Background: an optimization exercise with open tools, aiming at small area, a short achievable clock period and few clock cycles per item. Do not read the settings as production practice.
Only simulation tests tie the RTL to the original design; equivalence was not proved.
Power is estimated from default activity; no workload was simulated.

==> flow/design.v, too long to show whole: its modules and the start of the top module <==
// module bfe_rho: 888 lines
module bfe_rho (
    input  wire               clk,
    input  wire               rst,
    input  wire               in_valid,
    output wire               in_ready,
    input  wire               in_last,
    input  wire               in_elided,
    input  wire signed [15:0] in_w_i,
    input  wire signed [15:0] in_w_q,
    output wire               out_valid,
    input  wire               out_ready,
    output wire        [14:0] out_rho,
    output wire               out_null
);
  // ...
==> flow/flow/run.sh <==
#!/bin/bash
# The standard ORFS flow (the standard.sh, synthesis unchanged), with the
# timing repair aimed below the clock period: repair_timing is asked for
# SETUP_SLACK_MARGIN ns of setup slack at the design's 12 ns clock.
set -euo pipefail
MARGIN=$(cat flow/margin.txt)
bash standard.sh SETUP_SLACK_MARGIN=$MARGIN finish > flow_make.log 2>&1
==> flow/flow/margin.txt <==
8.0
==> flow/standard.sh <==
#!/bin/bash
# synth_recipe.tcl (not shown) runs the flow's synth.tcl, then flattens the netlist and writes it again
# the make line also repeats each setting of config.mk as NAME=value (left out here)
make -C /OpenROAD-flow-scripts/flow DESIGN_CONFIG=/design/flow/config.mk WORK_HOME=/design/flow/orfs CLKGATE_MAP_FILE= SYNTH_SCRIPT=/design/flow/synth_recipe.tcl "${@:-finish}"
==> flow/config.mk <==
export PLATFORM = sky130hd
export DESIGN_NAME = bfe_rho
export DESIGN_NICKNAME = bfe_rho
export VERILOG_FILES = /design/flow/design.v
export SDC_FILE = /design/flow/constraint.sdc
export NUM_CORES = 4
export LEC_CHECK = 0
export CAP_MARGIN = 20
export CORE_MARGIN = 2
export CORE_UTILIZATION = 40
export SLEW_MARGIN = 20
==> flow/constraint.sdc <==
create_clock -name core_clock -period 12.0 [get_ports {clk}]
set_input_delay 2.4000 -clock core_clock [delete_from_list [all_inputs] [get_ports {clk}]]
set_output_delay 2.4000 -clock core_clock [all_outputs]
set_load 0.01 [all_outputs]
==> impl_metrics.py, run 1 <==
metrics = {
    "logic_synthesis": {
        "synth_fa_ha_area_share_pct": 28.7,
        "yosysTopAreaCellShare_pct": 20.5,
        "synthFlopType": "dfxtp_1",
        "syn_area_per_cell_um2": 8.88,
        "async_flop_share_pct": 0,
        "ys_types": 81,
        "syn_nets": 3272,
        "synth_top_family_by_area": "adder cells",
    },
    "finish": {
        "area_growth_pct": 12.1,
        "seq_area_um2": 6690,
        "final_util_pct": 45.4,
        "clk_share_pct": 4.34,
        "final_cell_mix": "inv_1 (409), nand2_1 (273), fa_1 (256)",
        "num-multi-input-gates": 1981,
        "drive_gt1_share_pct": 5.77,
        "multiInputGateArea_um2": 16500,
    },
    "min_path": {
        "min_from": "ie$_DFF_P_",
        "hold_path_depth": 0,
    },
    "run_status": {
        "outcome": "complete, no violations",
    },
    "setup_path": {
        "startpoint": "root[14]$_DFFE_PP_",
        "cp_data_required_time_ps": 9600,
        "end_kind": "output pin",
        "r2r_start": "wi[10]$_SDFF_PN0_",
        "path_cells": "clkdlybuf4s50_1",
        "crit_family": "buffers and inverters",
    },
    "timing": {
        "clock_skew_ps": 20.4,
        "finalSetupViolCount": 0,
        "fin_crit_ps": 3940,
        "grt_setup_unrepaired": "yes",
    },
    "floorplan": {
        "core_um2": 61700,
        "io_pins": 56,
    },
    "pwr": {
        "p_int_w": 0.00335,
        "p_per_area_nw_per_um2": 212,
        "clockPowerShare_pct": 18.6,
        "combPwrFrac_pct": 55.5,
    },
    "cts": {
        "cts_buffers": 39,
        "post_cts_buffers": 6,
        "cts_tree": "built",
        "cts.sinks": 304,
    },
    "global_routing": {
        "antenna_found_initial": 0,
        "met3_usage_pct": 2.71,
    },
    "drt": {
        "first_pass_iters": 5,
    },
    "place": {
        "hpwl_um": 47400,
    },
}
Testbench counts, summed over its fixed seeds: cycles 24,472, sets 480.
==> run 2, diff against run 1 <==
==> flow/flow/run.sh (replaced) <==
#!/bin/bash
# Layout flow: the standard ORFS flow (standard.sh), with
#  - the standard synthesis, unchanged (standard.sh synth);
#  - flow/fa_polarity.py on its netlist: full adders are used on complemented
#    signals where that saves inverters (same cells otherwise, same registers);
#  - ports buffered with buf_2 rather than the default delay buffer;
#  - timing repair aimed at SETUP_SLACK_MARGIN ns of slack at the 12 ns clock.
# Each step's output goes to a log file of its own here.
set -euo pipefail
MARGIN=$(cat flow/margin.txt)
ARGS=("SETUP_SLACK_MARGIN=$MARGIN" "BUFFER_PORTS_ARGS=-buffer_cell sky130_fd_sc_hd__buf_2")
RES=orfs/results/sky130hd/bfe_rho/base
bash standard.sh "${ARGS[@]}" synth > flow_synth.log 2>&1
cp $RES/1_2_yosys.v $RES/1_2_yosys.standard.v
python3 flow/fa_polarity.py $RES/1_2_yosys.standard.v $RES/1_2_yosys.v > fa_polarity.log 2>&1
rm -f $RES/1_synth.odb $RES/1_synth.sdc
bash standard.sh "${ARGS[@]}" finish > flow_finish.log 2>&1
==> flow/flow/fa_polarity.py (new file) <==
#!/usr/bin/env python3
"""Take inverters out of a mapped netlist by flipping full adders.

A full adder is self-dual: FA(~a, ~b, ~c) = (~sum, ~cout). Yosys's adder
extraction leaves many inverters between the sky130 full adders of a
carry-save tree. This pass chooses, for each fa cell, whether to use it on
complemented signals, so that as few signals as possible need an inverter,
and rewrites the netlist: same cells (less inverters, plus at most one new
inverter per signal), same registers, same ports, same function.

Only inverters between internal nets (named _NNNN_) are taken apart; every
other net keeps its name, polarity and driver.
usage: fa_polarity.py IN.v OUT.v
"""
import re
import sys
from collections import defaultdict

INV = "sky130_fd_sc_hd__inv_1"
FA_TYPES = ("sky130_fd_sc_hd__fa_1", "sky130_fd_sc_hd__fa_2", "sky130_fd_sc_hd__fa_4")
HA_TYPES = ("sky130_fd_sc_hd__ha_1",)
OUT_PINS = {"X", "Y", "SUM", "COUT", "Q", "Q_N", "HI", "LO"}

src = open(sys.argv[1]).read()
m = re.search(r"\n(\s*sky130_fd_sc_hd__\w+ )", src)
head_end = m.start() + 1
end = src.rindex("endmodule")
head, body = src[:head_end], src[head_end:end]

cell_re = re.compile(r"\s*(sky130_fd_sc_hd__\w+)\s+(\S+)\s*\((.*?)\);\n", re.S)
pin_re = re.compile(r"\.(\w+)\(\s*(.*?)\s*\)\s*(?:,|$)", re.S)
cells = []
pos = 0
while pos < len(body):
    mm = cell_re.match(body, pos)
    if not mm:
        raise SystemExit("unparsed netlist text: " + body[pos:pos + 200])
    pins = [(p, n.strip()) for p, n in pin_re.findall(mm.group(3))]
    cells.append({"type": mm.group(1), "name": mm.group(2), "pins": pins})
    pos = mm.end()

internal = re.compile(r"^_\d+_$")
INV_TYPES = {"sky130_fd_sc_hd__inv_1", "sky130_fd_sc_hd__inv_2", "sky130_fd_sc_hd__inv_4",
             "sky130_fd_sc_hd__clkinv_1", "sky130_fd_sc_hd__clkinv_2"}

# union nets joined by removable inverters into signals with a polarity
parent, par = {}, {}


def find(n):
    if n not in parent:
        parent[n], par[n] = n, 0
        return n, 0
    p, q = n, 0
    while parent[p] != p:
        q ^= par[p]
        p = parent[p]
    return p, q


removable = set()
for i, c in enumerate(cells):
    if c["type"] in INV_TYPES:
        d = dict(c["pins"])
        a, y = d["A"], d["Y"]
        if internal.match(a) and internal.match(y):
            ra, pa = find(a)
            ry, py = find(y)
            if ra == ry:
                continue
            parent[ry] = ra
            par[ry] = pa ^ py ^ 1
            removable.add(i)


def sig(n):
    return find(n)


flip = {}
fa_idx = [i for i, c in enumerate(cells) if c["type"] in FA_TYPES]
fa_ok = set()
for i in fa_idx:
    d = dict(cells[i]["pins"])
    if internal.match(d["SUM"]) and internal.match(d["COUT"]):
        fa_ok.add(i)
for i in fa_idx:
    flip[i] = 0
# a half adder on two complemented inputs is an xor2 (same sum) and a nor2
# (same carry), of the same area: it may take its inputs either way
ha_idx = [i for i, c in enumerate(cells) if c["type"] in HA_TYPES]
for i in ha_idx:
    flip[i] = 0

# driven polarity and consumer polarity counts per signal
drv = {}
need = defaultdict(lambda: [0, 0])
for i, c in enumerate(cells):
    if i in removable:
        continue
    for p, n in c["pins"]:
        if not n or n.startswith("1'"):
            continue
        s, q = sig(n)
        if p in OUT_PINS:
            drv[s] = [q, i]
        else:
            need[s][q] += 1
# ports: outputs are consumers of their net, inputs drive theirs
port_nets = {"input": [], "output": []}
for mm in re.finditer(r"^\s*(input|output)\s+(\[\d+:\d+\]\s+)?(\S+);", head, re.M):
    kind, rng, name = mm.group(1), mm.group(2), mm.group(3)
    if rng:
        hi, lo = map(int, re.findall(r"\d+", rng))
        names = [f"{name}[{k}]" for k in range(min(hi, lo), max(hi, lo) + 1)]
    else:
        names = [name]
    port_nets[kind].extend(names)
used = set(n for c in cells for p, n in c["pins"])
for kind, names in port_nets.items():
    for x in names:
        if x not in used and x.strip() in used:
            x = x.strip()
        if x not in used:
            continue
        s, q = sig(x)
        if kind == "output":
            need[s][q] += 1
        else:
            drv[s] = [q, -1]
            


def cost(s):
    if s not in drv:
        return 0
    return 1 if need[s][drv[s][0] ^ 1] > 0 else 0


def fa_sigs(i):
    d = dict(cells[i]["pins"])
    if cells[i]["type"] in HA_TYPES:
        return [sig(d[p]) for p in ("A", "B")], []
    ins = [sig(d[p]) for p in ("A", "B", "CIN")]
    outs = [sig(d[p])[0] for p in ("SUM", "COUT")]
    return ins, outs


def toggle(i):
    ins, outs = fa_sigs(i)
    for s, q in ins:
        f = flip[i]
        need[s][q ^ f] -= 1
        need[s][q ^ f ^ 1] += 1
    for s in outs:
        drv[s][0] ^= 1
    flip[i] ^= 1


before = sum(cost(s) for s in drv)
import math
import random
rng = random.Random(1)
cand = [i for i in fa_idx if i in fa_ok] + ha_idx
cur = before
best, best_flip = cur, dict(flip)
passes = 0
if cand:
    steps = 400 * len(cand)
    for k in range(steps):
        temp = 1.5 * (1 - k / steps) + 0.01
        i = cand[rng.randrange(len(cand))]
        ins, outs = fa_sigs(i)
        touched = set(s for s, q in ins) | set(outs)
        c0 = sum(cost(s) for s in touched)
        toggle(i)
        c1 = sum(cost(s) for s in touched)
        d = c1 - c0
        if d <= 0 or rng.random() < math.exp(-d / temp):
            cur += d
            if cur < best:
                best, best_flip = cur, dict(flip)
        else:
            toggle(i)
    for i in cand:
        if flip[i] != best_flip[i]:
            toggle(i)
    passes = steps
after = sum(cost(s) for s in drv)
n_removed = len(removable)

# rebuild: each signal is carried by its driver's net; one inverter makes the complement
net_of = {}
for s, (q, i) in drv.items():
    if i < 0:
        net_of[s] = s
        continue
    c = cells[i]
    for p, n in c["pins"]:
        if p in OUT_PINS and sig(n)[0] == s:
            net_of[s] = n
            break
new_wires, new_cells = [], []
comp_net = {}


def net_for(s, q):
    if s not in drv:
        raise SystemExit("signal without driver: %r" % (s,))
    if drv[s][0] == q:
        return net_of[s]
    if s not in comp_net:
        base = net_of[s].strip("\\ ").replace("[", "_").replace("]", "_")
        nn = f"_fp_{base}_n"
        comp_net[s] = nn
        new_wires.append(nn)
        new_cells.append((INV, f"_fp_inv_{len(new_cells)}", [("A", net_of[s]), ("Y", nn)]))
    return comp_net[s]


out = []
for i, c in enumerate(cells):
    if i in removable:
        continue
    f = flip.get(i, 0)
    pins = []
    for p, n in c["pins"]:
        if not n or n.startswith("1'"):
            pins.append((p, n))
            continue
        s, q = sig(n)
        if p in OUT_PINS:
            pins.append((p, net_of[s] if drv[s][1] == i else n))
        else:
            pins.append((p, net_for(s, q ^ f if c["type"] in FA_TYPES + HA_TYPES else q)))
    if c["type"] in HA_TYPES and f:
        d = dict(pins)
        out.append(("sky130_fd_sc_hd__xor2_1", c["name"] + "_x", [("A", d["A"]), ("B", d["B"]), ("X", d["SUM"])]))
        out.append(("sky130_fd_sc_hd__nor2_1", c["name"] + "_n", [("A", d["A"]), ("B", d["B"]), ("Y", d["COUT"])]))
        continue
    out.append((c["type"], c["name"], pins))
# output ports whose net lost its driver (never, as port nets are not internal)
for t, nme, pins in new_cells:
    out.append((t, nme, pins))

lines = [head]
for w in new_wires:
    lines.append(f"  wire {w};\n")
for t, nme, pins in out:
    lines.append(f"  {t} {nme} (\n" + ",\n".join(f"    .{p}({n}{' ' if n.startswith(chr(92)) else ''})" for p, n in pins) + "\n  );\n")
lines.append(src[end:])
open(sys.argv[2], "w").write("".join(lines))
print(f"fa_polarity: {len(fa_idx)} full adders, {sum(flip.values())} flipped, "
      f"{n_removed} inverters taken out, {len(new_cells)} put in "
      f"(cost {before} -> {after}), {passes} passes", file=sys.stderr)
==> impl_metrics.py, run 2 <==
metrics = {
    "run_status": {
        "outcome": "complete, no violations",
    },
    "logic_synthesis": {
        "synth_area_um2": 24300,
        "synth_cells": 2682,
        "ys_warn_count": 1,
        "syn_nets": 3097,
        "syn_area_per_cell_um2": 9.07,
    },
    "finish": {
        "area_growth_pct": 11.9,
        "antenna_cells": 0,
        "final_nets": 3113,
        "fin_area_um2": 27200,
        "drive_gt1_share_pct": 8.69,
        "final_cell_mix": "nand2_1 (270), fa_1 (256), inv_1 (235)",
        "mostFrequentLayoutCell": "nand2_1",
    },
    "timing": {
        "finalSetupViolCount": 0,
        "fin_hold_ws_ps": 341,
        "max-slew-margin-rel_pct": 29.9,
        "fin_crit_ps": 3950,
        "tns_ps": 0,
        "grt_setup_unrepaired": "yes",
        "worstMarginPinSlew_ps": 1050,
        "hold_viol_final": 0,
        "clock_skew_ps": 39.3,
        "timing.final.crit_share_pct": 32.9,
        "finalMaxSlewViolations": 0,
        "fmax_mhz": 253,
    },
    "setup_path": {
        "startpoint_type": "register",
        "r2r_start": "me$_DFF_P_",
        "path_common_cell": "buf_12",
        "crit_family": "compound AO/OA/AOI/OAI gates",
        "slowest_stage": "fa_1",
        "crit_fanout": 5,
        "path_class": "register to register",
        "path_cells": "buf_12 -> clkinvlp_4 -> buf_12 -> nand2_4 -> fa_1 -> inv_2 -> ha_4 -> a211o_1 -> a2111o_1 -> a31o_4 -> a311oi_4 -> o21ai_4 -> o2111ai_4 -> a21oi_2 -> o21a_1 -> nor3_2",
        "worstPathArrival_ps": 4450,
        "startpoint": "me$_DFF_P_",
        "r2r_end": "e_rem[31]$_SDFF_PP0_",
        "critPathBufInv": 4,
        "cp_data_required_time_ps": 12500,
        "r2r_cells": 16,
        "cpPeakStageDelay_ps": 560,
        "end_kind": "register",
        "rrSetupSlack_ps": 8050,
    },
    "global_routing": {
        "met3_usage_pct": 2.34,
        "grt_start_max_net_pins": 65,
        "top_usage_layer": "met2",
        "overflow": 0,
        "use_met2_pct": 32.9,
        "grt_pass1_vias": 19000,
        "antenna_found_initial": 0,
        "globalRouteMet1Util_pct": 26.3,
        "grt_use_total_pct": 19.6,
        "grt_pass1_wl_um": 99500,
    },
    "min_path": {
        "worst_hold_path_type": "register to register",
        "whs_endpoint": "me$_DFF_P_",
        "min_from": "ie$_DFF_P_",
        "hold_path_depth": 0,
    },
    "floorplan": {
        "start_util_pct": 40.4,
        "die_area_um2": 62800,
        "fp.dieW_um": 251,
        "core_um2": 60200,
        "die_h_um": 251,
        "rows": 90,
        "io_pins": 56,
    },
    "drt": {
        "vias": 18700,
        "avgRoutedWirePerCell_um": 17.8,
        "first_pass_iters": 5,
        "drt_iter0_drc": 1209,
        "viasPerCell": 5.33,
        "ant_nets": 0,
        "finalWirelength_um": 62400,
        "drc": 0,
    },
    "cts": {
        "cts.sinks": 304,
        "cts-root-buf": "clkbuf_16",
        "htreeDepth": 2,
        "cts_buffers": 39,
        "cts_tree": "built",
        "clock_latency_ps": 600,
        "clockBufferDepth": 3,
        "cts_hold_buf": 0,
        "clk_pin_slew_ps": 60,
    },
    "pwr": {
        "max-vdd-ir-drop_v": 0.000106,
        "power.leakage_nw": 12.2,
        "p_per_area_nw_per_um2": 222,
    },
    "place": {
        "hpwl_um": 46700,
        "portBuffers": 55,
        "place_congestion": 0.960,
        "place_area_um2": 25200,
    },
    "run": {
        "max-cap-violations": 0,
    },
}
-- run 2: layout make-up --
class	instances	area [um2]
fill	5625	33000
clock buffer	54	1120
inverter	239	908
sequential	304	6670
tap	782	978
multi-input combinational	2024	16600
clock inverter	17	231
timing repair buffer	90	734
-- run 2: metrics by stage --
| step | total power, W | instances | util, % | setup WS (ps) |
|---|---|---|---|---|
| finish | 0.00605 | 3510 | 45.2 | 8050 |
| global route | 0.00652 | 3510 | 45.2 | 7920 |
| CTS | 0.00598 | 3493 | 44.6 | 8010 |
| detailed placement | 0.00473 | 3416 | 41.9 | 7110 |
| global placement | 0.00466 | 3416 | 41.9 | 7240 |
| floorplan | 0.00403 | 2682 | - | 8000 |
-- run 2: report_power, final --
group          internal, W  total (W)  switching (W)  leakage (nW)
Sequential         0.00133    0.00154       0.000213          2.58
Combinational      0.00135    0.00330        0.00195          9.00
Clock             0.000727    0.00121       0.000478         0.660
Total              0.00340    0.00605        0.00264          12.2
-- run 2: worst max-delay path by stage --
stage | depth (start not counted) | slack (ps) | end
global route | 16 | 7920 | e_rem[37]$_SDFF_PP0_
floorplan | 18 | 8000 | e_all[37]$_SDFF_PP0_
finish | 16 | 8050 | e_rem[31]$_SDFF_PP0_
CTS | 16 | 8010 | e_rem[33]$_SDFF_PP0_
global placement | 14 | 7240 | e_all[37]$_SDFF_PP0_
detailed placement | 14 | 7110 | e_all[37]$_SDFF_PP0_
-- run 2: routing by layer --
layer	vias up	routed length, um
met3	98	2940
met1	9124	28400
met4	0	1440
met2	494	29600
li1	8990	-
met5	-	0
-- run 2: timing repair --
action,4_1_cts,5_1_grt
gates resized for setup,37,37
setup endpoints to repair,58,35
endpoints found under the hold margin,0,0
setup buffers,4,14
pin swaps,7,13
cloned,2,3
-- run 2: worst register-to-register path, cell delays in order (launching register included) --
cell and delay, ps:
dfxtp_4 380, buf_12 140, clkinvlp_4 90, buf_12 130, nand2_4 60, fa_1 560, inv_2 50, ha_4 150
a211o_1 300, a2111o_1 450, a31o_4 260, a311oi_4 420, o21ai_4 160, o2111ai_4 280, a21oi_2 110, o21a_1 210
nor3_2 90
==> run 3, diff against run 2 <==
--- a/flow/flow/run.sh
+++ b/flow/flow/run.sh
@@ -5,9 +5,13 @@
 #    signals where that saves inverters (same cells otherwise, same registers);
 #  - ports buffered with buf_2 rather than the default delay buffer;
-#  - timing repair aimed at SETUP_SLACK_MARGIN ns of slack at the 12 ns clock.
+#  - timing repair aimed at SETUP_SLACK_MARGIN ns of slack at the 12 ns clock;
+#  - the further ORFS settings listed in flow/extra.txt, one VAR=value a line.
 # Each step's output goes to a log file of its own here.
 set -euo pipefail
 MARGIN=$(cat flow/margin.txt)
 ARGS=("SETUP_SLACK_MARGIN=$MARGIN" "BUFFER_PORTS_ARGS=-buffer_cell sky130_fd_sc_hd__buf_2")
+while IFS= read -r line; do
+  [[ -n "$line" ]] && ARGS+=("$line")
+done < flow/extra.txt
 RES=orfs/results/sky130hd/bfe_rho/base
 bash standard.sh "${ARGS[@]}" synth > flow_synth.log 2>&1
==> flow/flow/extra.txt (new file) <==
CTS_CLUSTER_SIZE=30
CTS_CLUSTER_DIAMETER=60
==> impl_metrics.py, run 3 <==
metrics = {
    "floorplan": {
        "fp.dieW_um": 251,
        "die_area_um2": 62800,
        "core_um2": 60200,
        "start_util_pct": 40.4,
        "io_pins": 56,
        "die_h_um": 251,
        "rows": 90,
    },
    "finish": {
        "final_nets": 3100,
        "fillers": 5638,
        "drive_gt1_share_pct": 8.34,
        "mostFrequentLayoutCell": "nand2_1",
        "area_growth_pct": 10.7,
        "final_util_pct": 44.7,
        "final_cell_mix": "nand2_1 (271), fa_1 (256), inv_1 (235)",
    },
    "timing": {
        "grt_setup_unrepaired": "yes",
        "hold_viol_final": 0,
        "tns_ps": 0,
        "clock_skew_ps": 44.1,
        "max-slew-margin-rel_pct": 30.7,
        "finalSetupViolCount": 0,
        "timing.final.crit_share_pct": 32.9,
        "worstMarginPinSlew_ps": 1040,
        "fmax_mhz": 253,
        "fin_crit_ps": 3950,
        "finalMaxSlewViolations": 0,
    },
    "global_routing": {
        "grt_use_total_pct": 19.2,
        "overflow": 0,
        "grt_start_max_net_pins": 65,
        "antenna_found_initial": 0,
        "grt_pass1_vias": 18900,
        "grt_pass1_wl_um": 98600,
    },
    "logic_synthesis": {
        "synth_cells": 2682,
        "syn_nets": 3097,
        "synth_area_um2": 24300,
        "syn_area_per_cell_um2": 9.07,
        "ys_warn_count": 1,
    },
    "pwr": {
        "power.leakage_nw": 12.1,
        "p_sw_share_pct": 45.1,
        "clockPowerShare_pct": 18.0,
        "combPwrFrac_pct": 55.9,
        "max-vdd-ir-drop_v": 0.000126,
        "p_switching_w": 0.00266,
        "p_per_area_nw_per_um2": 219,
        "seqPwrFrac_pct": 26.1,
        "p_int_w": 0.00323,
    },
    "drt": {
        "ant_nets": 0,
        "finalWirelength_um": 61600,
        "viasPerCell": 5.31,
        "drc": 0,
        "drt_iter0_drc": 1162,
        "first_pass_iters": 5,
        "vias": 18500,
        "avgRoutedWirePerCell_um": 17.6,
    },
    "cts": {
        "clockBufferDepth": 3,
        "clock_latency_ps": 620,
        "cts_buffers": 31,
        "cts.sinks": 304,
        "clk_pin_slew_ps": 80,
        "cts_tree": "built",
        "cts-root-buf": "clkbuf_16",
        "cts_hold_buf": 0,
        "htreeDepth": 1,
    },
    "setup_path": {
        "startpoint_type": "register",
        "crit_fanout": 11,
        "cpPeakStageDelay_ps": 530,
        "worstPathArrival_ps": 4440,
        "path_common_cell": "buf_12",
        "critPathBufInv": 4,
        "r2r_cells": 16,
        "crit_family": "compound AO/OA/AOI/OAI gates",
        "cp_data_required_time_ps": 12490,
        "path_depth": 16,
        "end_kind": "register",
        "slowest_stage": "fa_1",
        "path_cells": "buf_12 -> clkinvlp_4 -> buf_12 -> nand2_2 -> fa_1 -> inv_2 -> ha_4 -> o21a_1 -> a2111o_1 -> a31o_4 -> a311oi_4 -> o21ai_4 -> a31oi_4 -> o211ai_1 -> a21oi_1 -> nor3b_2",
        "path_class": "register to register",
    },
    "place": {
        "hpwl_um": 46700,
        "place_congestion": 0.960,
        "portBuffers": 55,
    },
    "min_path": {
        "worst_hold_path_type": "register to register",
        "hold_path_depth": 0,
    },
    "run": {
        "max-cap-violations": 0,
    },
    "run_status": {
        "outcome": "complete, no violations",
    },
}
-- run 3: path summary, 6_finish.rpt --
kind | slack, ps | start | to
worst max-delay path | 8050 | me$_DFF_P_ | e_rem[37]$_SDFF_PP0_
worst min-delay path | 330 | ie$_DFF_P_ | me$_DFF_P_
worst max register to register | 8050 | me$_DFF_P_ | e_rem[37]$_SDFF_PP0_
worst min register to register | 330 | ie$_DFF_P_ | me$_DFF_P_
-- run 3: power by group through the flow --
| stage | sequential [W] | combinational, W | clock, W |
|---|---|---|---|
| 2_1_floorplan | 0.00145 | 0.00259 | 0 |
| 3_3_place_gp | 0.00155 | 0.00311 | 0 |
| 3_5_place_dp | 0.00156 | 0.00318 | 0 |
| 4_1_cts | 0.00153 | 0.00321 | 0.00109 |
| 5_1_grt | 0.00156 | 0.00367 | 0.00112 |
| 6_report | 0.00154 | 0.00329 | 0.00106 |
-- run 3: per-layer routing --
metal  share of wire (%)  GRT usage (%)  up-vias  wire length (um)
met5                   0              0        -                 0
met4                 2.5           5.20        0              1570
met3                 4.0           2.03       98              2480
met2                  47           32.5      427             29200
met1                  46           26.2     9028             28400
li1                    -              -     8979                 -
-- run 3: layout make-up --
class / count / area (um2) / area share (%)
flip-flops and latches: 304 / 6670 / 24.8
repair buffers: 85 / 677 / 2.51
clock inverters: 25 / 343 / 1.27
well taps: 782 / 978 / 3.63
multi-input cells: 2024 / 16500 / 61.5
inverters: 239 / 913 / 3.39
diodes: 1 / 2.50 / 0.00929
clock buffers: 33 / 793 / 2.95
-- run 3: what timing repair did --
| action | 4_1_cts | 5_1_grt |
|---|---|---|
| buffers inserted | 4 | 9 |
| pin swaps | 4 | 15 |
| cloned | 1 | 4 |
| resized for setup | 41 | 31 |
| hold endpoints to repair | 0 | 0 |
| endpoints found under the setup margin | 58 | 36 |
-- run 3: per-stage QoR --
step                cells  hold WS, ps  power, W  worst slack (ps)  instance area (um2)
finish               3493          334   0.00589              8050                26900
global route         3492          339   0.00636              7900                26900
CTS                  3479          356   0.00583              8000                26600
detailed placement   3416          339   0.00473              7110                25200
global placement     3416          340   0.00466              7240                25200
floorplan            2682          310   0.00403              8000                24400
-- run 3: worst register-to-register path, cell delays in order, from the launching register on --
cell        delay [ps]
dfxtp_4            360
buf_12             150
clkinvlp_4         110
buf_12             130
nand2_2             60
fa_1               530
inv_2               50
ha_4               240
o21a_1             220
a2111o_1           450
a31o_4             260
a311oi_4           420
o21ai_4            160
a31oi_4            260
o211ai_1           160
a21oi_1            220
nor3b_2             60

==> static timing again, ports no longer ideal <==
The results above use ideal ports. As a check the final layouts listed here were re-extracted and re-timed, cells and wires unchanged. Step 1 assumes that a clkbuf_16 drives the clock port and a buf_2 every other input. Step 2 also shifts input and output timing later by t, the mid clock arrival at the registers, as if the neighbouring blocks saw the same clock. Three values: ideal ports, drivers, drivers and shift; two values: the first two.
| run | t, ns | setup slack, ns | latest minus earliest clock arrival (ns) |
|---|---|---|---|
| run 1 | 0.613 | 8.062 / 8.005 / 7.641 | 0.024 / 0.025 |
| run 2 | 0.635 | 8.047 / 8.047 / 7.735 | 0.042 / 0.042 |
| run 3 | 0.651 | 8.054 / 8.054 / 7.772 | 0.047 / 0.046 |
After both steps every run listed still meets setup and hold. The setup slack of run 1, which loses most, moves by -0.057 ns with the drivers and by -0.421 ns with both steps.
